Source: an optimization exercise on an open RTL-to-GDS flow (aim: small area, a short achievable clock period and few clock cycles per item). Production flows keep margins and buffers that such runs may drop. In this exercise RTL edits were held to simulation tests only and were not proved equivalent to the original.

==> flow/design.v (outline; a module is shown in full before it is edited, if it fits) <==
// module rs_encoder: 893 lines
// module rs_cw_check: 704 lines
// module dmc_line_decoder: 94 lines
module dmc_line_decoder (
    input  wire         clk,
    input  wire         rst,           
    input  wire         in_valid,
    output wire         in_ready,
    input  wire [639:0] in_line,       
    output reg          out_valid,
    output reg  [511:0] out_data,      
    output reg  [127:0] out_check,     
    output reg  [1:0]   out_class,     
    output reg  [4:0]   out_dev        
);
  // ...
==> flow/flow/run.sh <==
#!/bin/bash
# Layout flow: the standard flow's synthesis with an area-oriented ABC mapping script
# (flow/synth.tcl, flow/abc.script), then the standard layout with the port
# buffers made from buf_2 cells and timing repair asked to leave setup slack
# of SETUP_MARGIN ns at the design's clock period, so that it sizes and
# buffers the logic for a shorter achieved period. Each step logs on its own.
set -uo pipefail
SETUP_MARGIN=${SETUP_MARGIN:-24}
export FLOW_ABC_SCRIPT=$PWD/flow/abc.script
export FLOW_ABC_D_PS=${FLOW_ABC_D_PS:-6000}
bash standard.sh SYNTH_SCRIPT=$PWD/flow/synth.tcl synth > synth.log 2>&1 || exit 1
bash standard.sh "BUFFER_PORTS_ARGS=-buffer_cell sky130_fd_sc_hd__buf_2" \
    SETUP_SLACK_MARGIN=$SETUP_MARGIN SLEW_MARGIN=20 CAP_MARGIN=20 finish > layout.log 2>&1
==> flow/flow/abc.script <==
&get -n
&st
&dch
&nf -R 1000
&put
topo
stime -c
==> flow/flow/synth.tcl <==
# The standard flow's synthesis script (synth_recipe.tcl), with ABC's technology mapping
# run from abc.script beside this file, at a delay target of ABC_D_PS.
# Everything else, registers included, is as in the standard synthesis.
proc synth {args} { yosys synth -nofsm -noshare {*}$args }
proc abc {args} {
  set i [lsearch -exact $args -script]
  if { $i >= 0 } { lset args [expr {$i + 1}] $::env(FLOW_ABC_SCRIPT) }
  set j [lsearch -exact $args -D]
  if { $j >= 0 } { lset args [expr {$j + 1}] $::env(FLOW_ABC_D_PS) }
  yosys abc {*}$args
}
source $::env(SCRIPTS_DIR)/synth.tcl
# left out here: clear keep_hierarchy, flatten, clean up, hide names made inside functions, write 1_2_yosys.v
==> flow/standard.sh <==
#!/bin/bash
# synth_recipe.tcl (not shown) runs the flow's synth.tcl, then flattens the netlist and writes it again
# the make line also repeats each setting of config.mk as NAME=value (left out here)
make -C /OpenROAD-flow-scripts/flow DESIGN_CONFIG=/design/flow/config.mk WORK_HOME=/design/flow/orfs CLKGATE_MAP_FILE= SYNTH_SCRIPT=/design/flow/synth_recipe.tcl "${@:-finish}"
==> flow/config.mk <==
export PLATFORM = sky130hd
export DESIGN_NAME = dmc_line_decoder
export DESIGN_NICKNAME = dmc_line_decoder
export VERILOG_FILES = /design/flow/design.v
export SDC_FILE = /design/flow/constraint.sdc
export NUM_CORES = 4
export LEC_CHECK = 0
export CAP_MARGIN = 20
export CORE_MARGIN = 2
export CORE_UTILIZATION = 40
export SLEW_MARGIN = 20
==> flow/constraint.sdc <==
create_clock -name core_clock -period 32.0 [get_ports {clk}]
set_input_delay 6.4000 -clock core_clock [delete_from_list [all_inputs] [get_ports {clk}]]
set_output_delay 6.4000 -clock core_clock [all_outputs]
set_load 0.01 [all_outputs]
==> flow_summary.ini, run 1 <==
[worst_setup_path]
start_kind = primary input
r2r-end = out_data[185]$_DFF_P_
worstSetupEndpointType = flip-flop
crit_fanout = 4
ff2ff_setup_slack_ns = 23.80
cp-startpoint = in_line[417]
critPathBufInv = 1
reg2reg_from = rem[79]$_DFF_P_

[final_layout]
clock_buffers = 202
fin_area_mm2 = 0.116
final_cells = 14210
multi_input_area_share = 0.599
largest_reg_flops = 640
final_cell_mix = xnor2_1 (4254), dfxtp_1 (1384), buf_2 (1276)
clkCellAreaFrac = 0.0464

[synthesis]
synth_xor_area_frac = 0.587
synth_common_cells = xnor2_1 (4657), dfxtp_1 (1417), xor2_1 (1350), nand2_1 (809), nor2_1 (446)
synth_top_family_by_area = XOR/XNOR gates
yosysSeqAreaShare = 0.314
synth_mux_area_frac = 0.000443
netlist_instances = 9371
ys_types = 50
synthTopCellsByArea = xnor2_1 (45%), dfxtp_1 (31%), xor2_1 (13%)
syn-num-nets = 10029

[flow_run]
maxCapViolCount = 0

[clock_network]
cts_tree = yes
cts_setup_buffers = 39

[sta]
finalHoldViolations = 0
worst_pin_slew_ns = 1.27
relSlewSlack = 0.156
rsz0062_at_grt = yes
setup_slack_ns = 23.75

[global_route]
grtUsageTotal = 0.435

[outcome]
outcome = finished clean

[min_path]
min_delay_worst_endpoint = out_data[9]$_DFF_P_

[placed_design]
dp.cells = 13832

[detailed_routing]
dr_wl_met2_um = 224000
dr.pass1.iters = 8
Testbench counts, summed over its fixed seeds: cycles 16,016, items 16,000.
==> run 2, diff against run 1 <==
--- a/flow/flow/run.sh
+++ b/flow/flow/run.sh
@@ -7,3 +7,3 @@
 set -uo pipefail
-SETUP_MARGIN=${SETUP_MARGIN:-24}
+SETUP_MARGIN=${SETUP_MARGIN:-23}
 export FLOW_ABC_SCRIPT=$PWD/flow/abc.script
@@ -12,2 +12,2 @@
 bash standard.sh "BUFFER_PORTS_ARGS=-buffer_cell sky130_fd_sc_hd__buf_2" \
-    SETUP_SLACK_MARGIN=$SETUP_MARGIN SLEW_MARGIN=20 CAP_MARGIN=20 finish > layout.log 2>&1
+    SETUP_SLACK_MARGIN=$SETUP_MARGIN SLEW_MARGIN=40 CAP_MARGIN=40 finish > layout.log 2>&1
==> flow_summary.ini, run 2 <==
[final_layout]
layout_commonest_cell = xnor2_1
top_register = line
area_growth_pct = 21.6
nets = 11722
final_cell_mix = xnor2_1 (4499), dfxtp_1 (1413), xor2_1 (1309)
largest_reg_flops = 640
drive_gt1_frac = 0.182
largestRegisters = line: 640 flops, out_data: 512 flops

[clock_network]
htree_levels = 4
clk_path_buf_depth = 3
clock_latency_ns = 0.85
cts_tree = yes
cts_made_buffers = 149
path_clk_slew_ns = 0.06
hold_buffers = 0
cts.sinks = 1417
cts_root_buffer = clkbuf_16

[worst_setup_path]
crit_fanout = 4
r2r-end = out_check[17]$_DFF_P_
reg2reg_from = rem[88]$_DFF_P_
ff2ff_setup_slack_ns = 23.13
arrival_ns = 9.68
cpMaxStageDelayCell = xor2_1
crit_top_cell = xnor2_1
crit_type = in -> reg
cpLargestDelayFamily = XOR/XNOR gates
critPathBufInv = 1
worstSetupEndpointType = flip-flop
path_cells = buf_2, xor2_1, xnor2_1, xnor2_1, xnor2_1, xnor2_1, xor2_1, xnor2_1, xnor3_1
critPathMaxStageDelay_ns = 0.65
critPathRequiredTime_ns = 32.67
start_kind = primary input
rr_worst_depth = 21

[placed_design]
io_buffers = 1290
dp_hpwl_um = 400000
gp_congestion = 1.06

[synthesis]
yosysSeqAreaShare = 0.314
synth_seq_cells = 1417
synth_warnings = 1
syn_avg_cell_area_um2 = 9.65
syn-num-nets = 10029
synthArstFlopShare = 0
netlist_area_mm2 = 0.0904
yosysMostFrequentCell = xnor2_1
synth_common_cells = xnor2_1 (4657), dfxtp_1 (1417), xor2_1 (1350), nand2_1 (809), nor2_1 (446)
synth-edff-count = 0
netlist.area_leader.share = 0.451
netlist_instances = 9371
ys.flop_type = dfxtp_1
ys_types = 50
synthTopCellsByArea = xnor2_1 (45%), dfxtp_1 (31%), xor2_1 (13%)
synth_top_cell_by_area = xnor2_1

[floorplan]
core_mm2 = 0.225
ios = 1292
rows = 174
initial_core_util = 0.402
dieArea_mm2 = 0.230
die_w_um = 479
die_y_um = 479

[sta]
finalHoldViolations = 0
worst_pin_slew_ns = 1.01
relSlewSlack = 0.320
fmax_ghz = 0.111
hold-worst-slack_ns = 0.405
finClkSkew_ns = 0.0597
layout_min_cycle_time_ns = 9.01
rsz0062_at_grt = yes
fin_crit_sh = 0.281
maxSlewViolCount = 0
setup_viol = 0
setup_tns_ns = 0

[outcome]
outcome = finished clean

[global_route]
grtUsageTotal = 0.414
grt_pass1_wl_um = 652000
grt_overflow = 0
grt_max_degree = 60
grt_pass1_vias = 74756
antenna_found_initial = 58

[detailed_routing]
initialDrtViolationCount = 9371
dr.pass1.iters = 8
drtAntennaViolNets = 0
num_vias = 76317
wl_per_cell_um = 34.9
via_per_inst = 5.38
route.detailed.drc = 0
wirelength_um = 495000

[flow_run]
maxCapViolCount = 0

[min_path]
hold_depth = 1
min_delay_worst_endpoint = out_check[73]$_DFF_P_
hold_path.class = reg -> reg
hold_start = line[457]$_DFF_P_
[run 2: kinds of logic after synthesis]
group / share of synthesized area
AOI/OAI and AO/OA: 0.0172
xor gates and xnor gates: 0.587
adders and majority gates: 0.00208
buffers and inverters: 0.00199
DFF: 0.314
muxes: 0.000443
other: 0.0000415
and+or+nand+nor: 0.0774
[run 2: worst max path at each step]
stage | from | to | slack (ns) | cells after the start
floorplan | rem[93]$_DFF_P_ | out_check[0]$_DFF_P_ | 23.27 | 21
global placement | rem[7]$_DFF_P_ | out_check[17]$_DFF_P_ | 21.66 | 23
detailed placement | rem[63]$_DFF_P_ | out_check[17]$_DFF_P_ | 22.30 | 24
CTS | rem[7]$_DFF_P_ | out_check[17]$_DFF_P_ | 22.93 | 25
global route | rem[127]$_DFF_P_ | out_check[17]$_DFF_P_ | 23.00 | 25
finish | in_line[386] | rem[78]$_DFF_P_ | 22.99 | 9
[run 2: worst reg2reg max path, stage by stage (launching register included)]
cell and delay (ns):
dfxtp_1 0.69, xnor2_1 0.19, xnor2_2 0.75, buf_4 0.57
clkinv_1 0.55, xnor2_1 0.81, xnor2_1 0.19, nor4_1 0.08
nand4_1 0.12, nor3_1 0.15, or4_1 0.45, nor4b_1 0.29
nand4_1 0.29, o21a_1 0.33, and4_1 0.37, o2111ai_4 0.30
buf_4 0.56, nand2_8 0.46, nand2_8 0.43, clkbuf_8 0.56
nand2_1 0.21, xnor2_1 0.40
[run 2: area by class of cell]
class,count,area (µm²)
inverters,46,176
repair buffers,1540,8590
clock buffers,192,4050
clock inverters,77,1100
flip-flops and latches,1417,28400
fillers,21407,115000
diodes,19,47.5
multi-input cells,7910,63800
well taps,2992,3740
[run 2: what timing repair did]
item | 4_1_cts | 5_1_grt
gates resized for setup | 4 | 16
endpoints found under the setup margin | 266 | 126
buffers inserted | 1 | 0
pin swaps | 3 | 1
cloned | 2 | 1
endpoints found under the hold margin | 0 | 0
[run 2: per-stage QoR]
| stage | util | instance area (µm²) | std cells | worst slack [ns] |
|---|---|---|---|---|
| 2_1_floorplan | - | 90400 | 9371 | 23.27 |
| 3_3_place_gp | 0.459 | 103000 | 13884 | 21.66 |
| 3_5_place_dp | 0.465 | 104000 | 13900 | 22.30 |
| 4_1_cts | 0.488 | 110000 | 14172 | 22.93 |
| 5_1_grt | 0.489 | 110000 | 14179 | 23.00 |
| 6_report | 0.489 | 110000 | 14193 | 22.99 |
[run 2: layer usage]
metal  vias up  GRT usage  share of wire
met5         -          0        0.00023
met4        16      0.197          0.056
met3      1012     0.0871          0.093
met2      4641      0.634           0.44
met1     37832      0.551           0.41
li1      32816          -              -
==> run 3, diff against run 2 <==
--- a/flow/flow/run.sh
+++ b/flow/flow/run.sh
@@ -7,3 +7,3 @@
 set -uo pipefail
-SETUP_MARGIN=${SETUP_MARGIN:-23}
+SETUP_MARGIN=${SETUP_MARGIN:-24}
 export FLOW_ABC_SCRIPT=$PWD/flow/abc.script
==> flow_summary.ini, run 3 <==
[detailed_routing]
num_vias = 77312
wl_met3_um = 50000
top_layer_used = met5
dr_wl_met2_um = 222000
route.detailed.drc = 0
initialDrtViolationCount = 9708
dr.pass1.iters = 6
drtAntennaViolNets = 0
via_per_inst = 5.44
wl_per_cell_um = 36.2
wirelength_um = 514000
wl_met1_um = 204000

[final_layout]
largest_reg_flops = 640
nets = 11725
final_cell_mix = xnor2_1 (4194), dfxtp_1 (1378), buf_2 (1277)
final_core_util = 0.520
layout_commonest_cell = xnor2_1
area_growth_pct = 29.2
largestRegisters = line: 640 flops, out_data: 512 flops
drive_gt1_frac = 0.232
top_register = line

[min_path]
hold_depth = 1
hold_start = line[447]$_DFF_P_
hold_path.class = reg -> reg

[clock_network]
cts_tree = yes
clk_path_buf_depth = 3
clock_latency_ns = 0.85
cts_root_buffer = clkbuf_16
cts_made_buffers = 153
path_clk_slew_ns = 0.06
hold_buffers = 0
htree_levels = 4
cts.sinks = 1417

[placed_design]
gp_congestion = 1.10
io_buffers = 1290
dp_hpwl_um = 416000
pre_cts_ws_ns = 22.24

[global_route]
grt_pass1_vias = 75601
grtUsageTotal = 0.431
antenna_found_initial = 91
grt_overflow = 0
grt_pass1_wl_um = 675000
grt_max_degree = 69

[flow_run]
maxCapViolCount = 0

[worst_setup_path]
start_kind = primary input
arrival_ns = 8.83
crit_top_cell = xnor2_1
cp-startpoint = in_line[370]
cpMaxStageDelayCell = xor2_2
critPathRequiredTime_ns = 32.67
rr_worst_depth = 21
crit_type = in -> reg
ff2ff_setup_slack_ns = 23.96
reg2reg_from = rem[86]$_DFF_P_
crit_fanout = 4
critPathMaxStageDelay_ns = 0.44
path_cells = buf_2, xor2_2, xnor2_1, xnor2_1, xnor2_1, xor2_2, xnor2_1, xnor2_1
worstSetupEndpointType = flip-flop

[sta]
layout_min_cycle_time_ns = 8.16
setup_tns_ns = 0
rsz0062_at_grt = yes
fmax_ghz = 0.123
fin_crit_sh = 0.255
setup_viol = 0
relSlewSlack = 0.344
setup_slack_ns = 23.84
finalHoldViolations = 0
maxSlewViolCount = 0
worst_pin_slew_ns = 0.980
finClkSkew_ns = 0.0771

[synthesis]
yosysSeqAreaShare = 0.314
synth-edff-count = 0
syn-num-nets = 10029
synth_seq_cells = 1417
synth_warnings = 1
netlist_area_mm2 = 0.0904
netlist.area_leader.share = 0.451
yosysMostFrequentCell = xnor2_1
ys.flop_type = dfxtp_1
synth_common_cells = xnor2_1 (4657), dfxtp_1 (1417), xor2_1 (1350), nand2_1 (809), nor2_1 (446)
ys_types = 50
netlist_instances = 9371
synthArstFlopShare = 0
synth_top_cell_by_area = xnor2_1
syn_avg_cell_area_um2 = 9.65
synthTopCellsByArea = xnor2_1 (45%), dfxtp_1 (31%), xor2_1 (13%)

[floorplan]
rows = 174
initial_core_util = 0.402
die_w_um = 479
ios = 1292
core_mm2 = 0.225
die_y_um = 479
dieArea_mm2 = 0.230

[outcome]
outcome = finished clean

[power_and_ir_drop]
run 3: path summary, 6_finish.rpt:
kind,endpoint
worst min-delay path,out_data[383]$_DFF_P_
worst min register to register,out_data[383]$_DFF_P_
worst max register to register,out_data[118]$_DFF_P_
worst max-delay path,rem[92]$_DFF_P_
run 3: logic make-up (layout without fill, tap and decap cells):
family	after synthesis	after routing	synth area share
adder cells (fa/ha/maj)	15	15	0.00208
AO/OA/AOI/OAI	225	225	0.0172
XOR/XNOR	6027	6027	0.587
buffers and inverters	47	1864	0.00199
flip-flops	1417	1417	0.314
other	1	25	0.0000415
multiplexers	4	4	0.000443
AND/OR/NAND/NOR	1635	1635	0.0774
run 3: through the flow:
step	hold slack (ns)	cell area, µm²	cells
final	0.391	117000	14204
after global routing	0.395	117000	14187
after CTS	0.382	115000	14149
after detailed placement	0.418	106000	13843
after global placement	0.415	105000	13828
after floorplan	0.412	93200	9371
run 3: metal layers:
layer	up-vias	track usage
li1	32734	-
met1	38250	0.552
met2	4994	0.655
met3	1298	0.105
met4	36	0.258
met5	-	0.00290
run 3: layout make-up:
class / count / area, µm²
clock buffer: 211 / 4300
fill: 20784 / 108000
sequential: 1417 / 28400
timing repair buffer: 1542 / 8850
inverter: 46 / 178
multi-input combinational: 7907 / 70100
antenna: 24 / 60.1
clock inverter: 65 / 1160
tap: 2992 / 3740
run 3: worst max-delay path, delay by kind of cell:
| family | cells | cell delay [ns] |
|---|---|---|
| buffers and inverters | 1 | 0.24 |
| xor gates and xnor gates | 7 | 2.18 |
run 3: what timing repair did:
| item | CTS | global route |
|---|---|---|
| gates resized for setup | 299 | 216 |
| endpoints found under the setup margin | 768 | 508 |
| buffers inserted | 30 | 31 |
| pin swaps | 18 | 28 |
| hold endpoints to repair | 0 | 0 |
==> run 4, diff against run 3 <==
==> flow/flow/run.sh (replaced) <==
#!/bin/bash
# Layout flow: the standard flow's synthesis with an area-oriented ABC mapping script
# (flow/synth.tcl, flow/abc.script), then the standard layout with the port
# buffers made from PORT_BUF cells and timing repair asked to leave setup
# slack of SETUP_MARGIN ns at the design's clock period, so that it sizes and
# buffers the logic for a shorter achieved period. flow/params.sh may change
# these settings. Each step writes its output to a log of its own.
set -uo pipefail
SETUP_MARGIN=24
SLEWCAP=40
PORT_BUF=sky130_fd_sc_hd__buf_2
EXTRA=()
if [[ -f flow/params.sh ]]; then source flow/params.sh; fi
export FLOW_ABC_SCRIPT=$PWD/flow/abc.script
export FLOW_ABC_D_PS=6000
bash standard.sh SYNTH_SCRIPT=$PWD/flow/synth.tcl synth > synth.log 2>&1 || exit 1
bash standard.sh "BUFFER_PORTS_ARGS=-buffer_cell $PORT_BUF" \
    SETUP_SLACK_MARGIN=$SETUP_MARGIN SLEW_MARGIN=$SLEWCAP CAP_MARGIN=$SLEWCAP \
    "${EXTRA[@]}" finish > layout.log 2>&1
==> flow/flow/params.sh (new file) <==
EXTRA=(CORE_UTILIZATION=65)
==> flow_summary.ini, run 4 <==
[worst_setup_path]
crit_fanout = 21
start_kind = flip-flop
critPathRequiredTime_ns = 32.73
arrival_ns = 9.10
worstSetupEndpointType = flip-flop
crit_type = reg -> reg

[synthesis]
synth_top_cell_by_area = xnor2_1
synth_common_cells = xnor2_1 (4657), dfxtp_1 (1417), xor2_1 (1350), nand2_1 (809), nor2_1 (446)
synthArstFlopShare = 0
netlist_instances = 9371
ys_types = 50
synth_seq_cells = 1417
synthTopCellsByArea = xnor2_1 (45%), dfxtp_1 (31%), xor2_1 (13%)
ys.flop_type = dfxtp_1
yosysMostFrequentCell = xnor2_1
syn_avg_cell_area_um2 = 9.65
netlist_area_mm2 = 0.0904
synth-edff-count = 0
syn-num-nets = 10029
netlist.area_leader.share = 0.451
synth_warnings = 1
yosysSeqAreaShare = 0.314

[clock_network]
cts.sinks = 1417
cts_tree = yes
cts_root_buffer = clkbuf_16
cts_made_buffers = 142
htree_levels = 4
path_clk_slew_ns = 0.09
clock_latency_ns = 0.86
clk_path_buf_depth = 3

[floorplan]
die_y_um = 377
initial_core_util = 0.656
core_mm2 = 0.138
dieArea_mm2 = 0.142
die_w_um = 377
rows = 136
ios = 1292

[global_route]
grtUsageTotal = 0.623
grt_pass1_vias = 81523
antenna_found_initial = 109
grt_overflow = 0
grt_pass1_wl_um = 621000
grt_max_degree = 62

[sta]
relSlewSlack = 0.255
rsz0062_at_grt = yes
fmax_ghz = 0.119
layout_min_cycle_time_ns = 8.37
setup_slack_ns = 23.63
fin_crit_sh = 0.262
maxSlewViolCount = 0
worst_pin_slew_ns = 1.11
finClkSkew_ns = 0.0433
finalHoldViolations = 0
setup_viol = 0
setup_tns_ns = 0

[detailed_routing]
via_per_inst = 6.69
drtAntennaViolNets = 0
num_vias = 86869
wirelength_um = 470000
wl_per_cell_um = 36.2
route.detailed.drc = 0
initialDrtViolationCount = 16465
dr.pass1.iters = 22

[flow_run]
maxCapViolCount = 0

[final_layout]
nets = 11658
fin_area_mm2 = 0.113
final_cell_mix = xnor2_1 (4254), dfxtp_1 (1353), buf_2 (1281)
largestRegisters = line: 640 flops, out_data: 512 flops
layout_commonest_cell = xnor2_1
final_core_util = 0.817
top_register = line
fillers = 8090
largest_reg_flops = 640
area_growth_pct = 24.6
drive_gt1_frac = 0.221

[placed_design]
gp_congestion = 1.28
pre_cts_ws_ns = 22.37
place_area_mm2 = 0.104
dp_hpwl_um = 348000
io_buffers = 1290

[min_path]
hold_path.class = reg -> reg

[outcome]
outcome = finished clean
-- run 4: cell counts after synthesis --
No cell type changed its count.
-- run 4: layout make-up --
class	instances	area [µm²]	share of cell area
multi-input cells	7908	68500	0.608
clock inverters	64	875	0.00776
inverters	46	183	0.00162
well taps	1794	2240	0.0199
diodes	88	220	0.00195
flip-flops and latches	1417	28400	0.253
clock buffers	190	4010	0.0355
repair buffers	1485	8180	0.0726
-- run 4: kinds of logic after synthesis --
group / synth area share
and+or+nand+nor: 0.0774
other: 0.0000415
muxes: 0.000443
adders and majority gates: 0.00208
AOI/OAI and AO/OA: 0.0172
xor gates and xnor gates: 0.587
buffers and inverters: 0.00199
DFF: 0.314
-- run 4: path summary, 6_finish.rpt --
kind	startpoint	end	slack, ns	cells past startpoint
setup / recovery	rem[23]$_DFF_P_	out_data[442]$_DFF_P_	23.63	22
hold / removal	line[528]$_DFF_P_	out_data[432]$_DFF_P_	0.41	1
setup reg to reg	rem[23]$_DFF_P_	out_data[442]$_DFF_P_	23.63	22
hold reg to reg	line[528]$_DFF_P_	out_data[432]$_DFF_P_	0.41	1
-- run 4: worst max-delay path, cell delays in order (launching register included) --
cell and delay (ns):
dfxtp_1 0.76, xor2_1 0.34, xnor2_1 0.60, xnor2_1 0.28
xnor2_2 0.53, buf_4 0.45, xnor2_1 0.13, a2111oi_0 0.55
nand3_1 0.22, nor3_2 0.51, or4_1 0.19, nor4_1 0.06
nand4_1 0.18, nand4_1 0.11, nor4_1 0.77, o221a_1 0.36
o2111ai_4 0.26, buf_4 0.43, nor2_4 0.21, buf_16 0.20
buf_4 0.50, nand2_1 0.21, xnor2_1 0.34
-- run 4: metrics by stage --
stage,hold WS (ns),instances
final,0.409,12992
after detailed placement,0.418,12597
after CTS,0.412,12869
after global routing,0.422,12950
after global placement,0.415,12590
after floorplan,0.412,9371
-- run 4: repair_timing --
item | in CTS | in global routing
cloned | 0 | 1
buffers inserted | 18 | 34
pin swaps | 10 | 21
gates resized for setup | 163 | 220
endpoints found under the setup margin | 771 | 702
hold buffers | 0 | 0
-- run 4: per-layer routing --
metal,track usage,routed length (µm)
met5,0.0840,1490
met4,0.534,55400
met3,0.384,91400
met2,0.820,175000
met1,0.692,147000
==> run 5, diff against run 4 <==
==> flow/flow/params.sh (replaced) <==
PORT_BUF=sky130_fd_sc_hd__buf_1
EXTRA=(CORE_UTILIZATION=65)
==> flow_summary.ini, run 5 <==
[global_route]
antenna_found_initial = 83
grt_max_degree = 71
grt_overflow = 32
grtUsageTotal = 0.744

[synthesis]
netlist_instances = 9371
syn-num-nets = 10029
yosysMostFrequentCell = xnor2_1
synthArstFlopShare = 0
ys.flop_type = dfxtp_1
synth_common_cells = xnor2_1 (4657), dfxtp_1 (1417), xor2_1 (1350), nand2_1 (809), nor2_1 (446)
synth_warnings = 1
netlist_area_mm2 = 0.0904
yosysSeqAreaShare = 0.314
synthTopCellsByArea = xnor2_1 (45%), dfxtp_1 (31%), xor2_1 (13%)
syn_avg_cell_area_um2 = 9.65
synth_seq_cells = 1417
netlist.area_leader.share = 0.451
synth-edff-count = 0
synth_top_cell_by_area = xnor2_1
ys_types = 50

[clock_network]
clk_path_buf_depth = 3
cts_root_buffer = clkbuf_16
cts.sinks = 1417
htree_levels = 4
cts_made_buffers = 140

[sta]
worst_endpoint = rem[119]$_DFF_P_/D
worst-ep-kind = register data pin

[placed_design]
io_buffers = 1290
dp_hpwl_um = 358000
place_area_mm2 = 0.103
gp_congestion = 1.26

[floorplan]
die_w_um = 377
initial_core_util = 0.656
rows = 136
ios = 1292
die_y_um = 377

[outcome]
stop_stage = global routing
stop_error = [ERROR GRT-0232] Routing congestion too high. Check the congestion heatmap in the GUI.
outcome = aborted with a tool error
[run 5: through the flow]
stage	instances	setup WS, ns
CTS	12921	23.83
global placement	12642	21.67
detailed placement	12649	22.25
floorplan	9371	23.80
[run 5: how the worst max path moves through the flow]
stage / startpoint / to / slack (ns) / depth (start not counted)
detailed placement: rem[60]$_DFF_P_ / out_data[388]$_DFF_P_ / 22.25 / 22
floorplan: in_line[495] / rem[110]$_DFF_P_ / 23.80 / 8
CTS: in_line[602] / rem[96]$_DFF_P_ / 23.83 / 8
global placement: rem[60]$_DFF_P_ / out_data[409]$_DFF_P_ / 21.67 / 21
[run 5: what timing repair did]
item	CTS
pin swaps	17
resized for setup	443
gates cloned	0
setup endpoints to repair	805
hold buffers	0
buffers inserted	22
[run 5: layer usage]
layer,overflow,global-route usage
met4,15,0.690
met1,0,0.767
met5,0,0.349
met2,17,0.890
met3,0,0.600
[run 5: logic make-up after synthesis]
family	share of synthesized area
AOI/OAI and AO/OA	0.0172
xor gates and xnor gates	0.587
and+or+nand+nor	0.0774
muxes	0.000443
other	0.0000415
buffers and inverters	0.00199
adders and majority gates	0.00208
DFF	0.314

-- re-timing with driven ports --
Ports are ideal in the flow. The routed layouts listed here were re-timed in OpenROAD. Step 1, drivers: a clkbuf_16 drives clk and a buf_2 each remaining input, both assumed. Step 2 also shifts input and output timing later by t, the mid clock arrival at the registers, as if the neighbouring blocks saw the same clock. Three values: no drivers, after step 1, after step 2; two values: the first two.
run | shift t [ns] | slack for setup (ns) | pins driven straight from the clock port
run 1 | 0.938 | 23.750 / 23.795 / 22.878 | 1
run 2 | 0.932 | 22.992 / 23.078 / 22.146 | 1
run 3 | 0.914 | 23.840 / 23.904 / 23.004 | 1
run 4 | 0.942 | 23.630 / 23.630 / 22.853 | 1
After both steps every run listed still meets setup and hold. For run 1, which loses most, drivers alone change the setup slack by +0.045 ns; drivers and shift together by -0.872 ns.
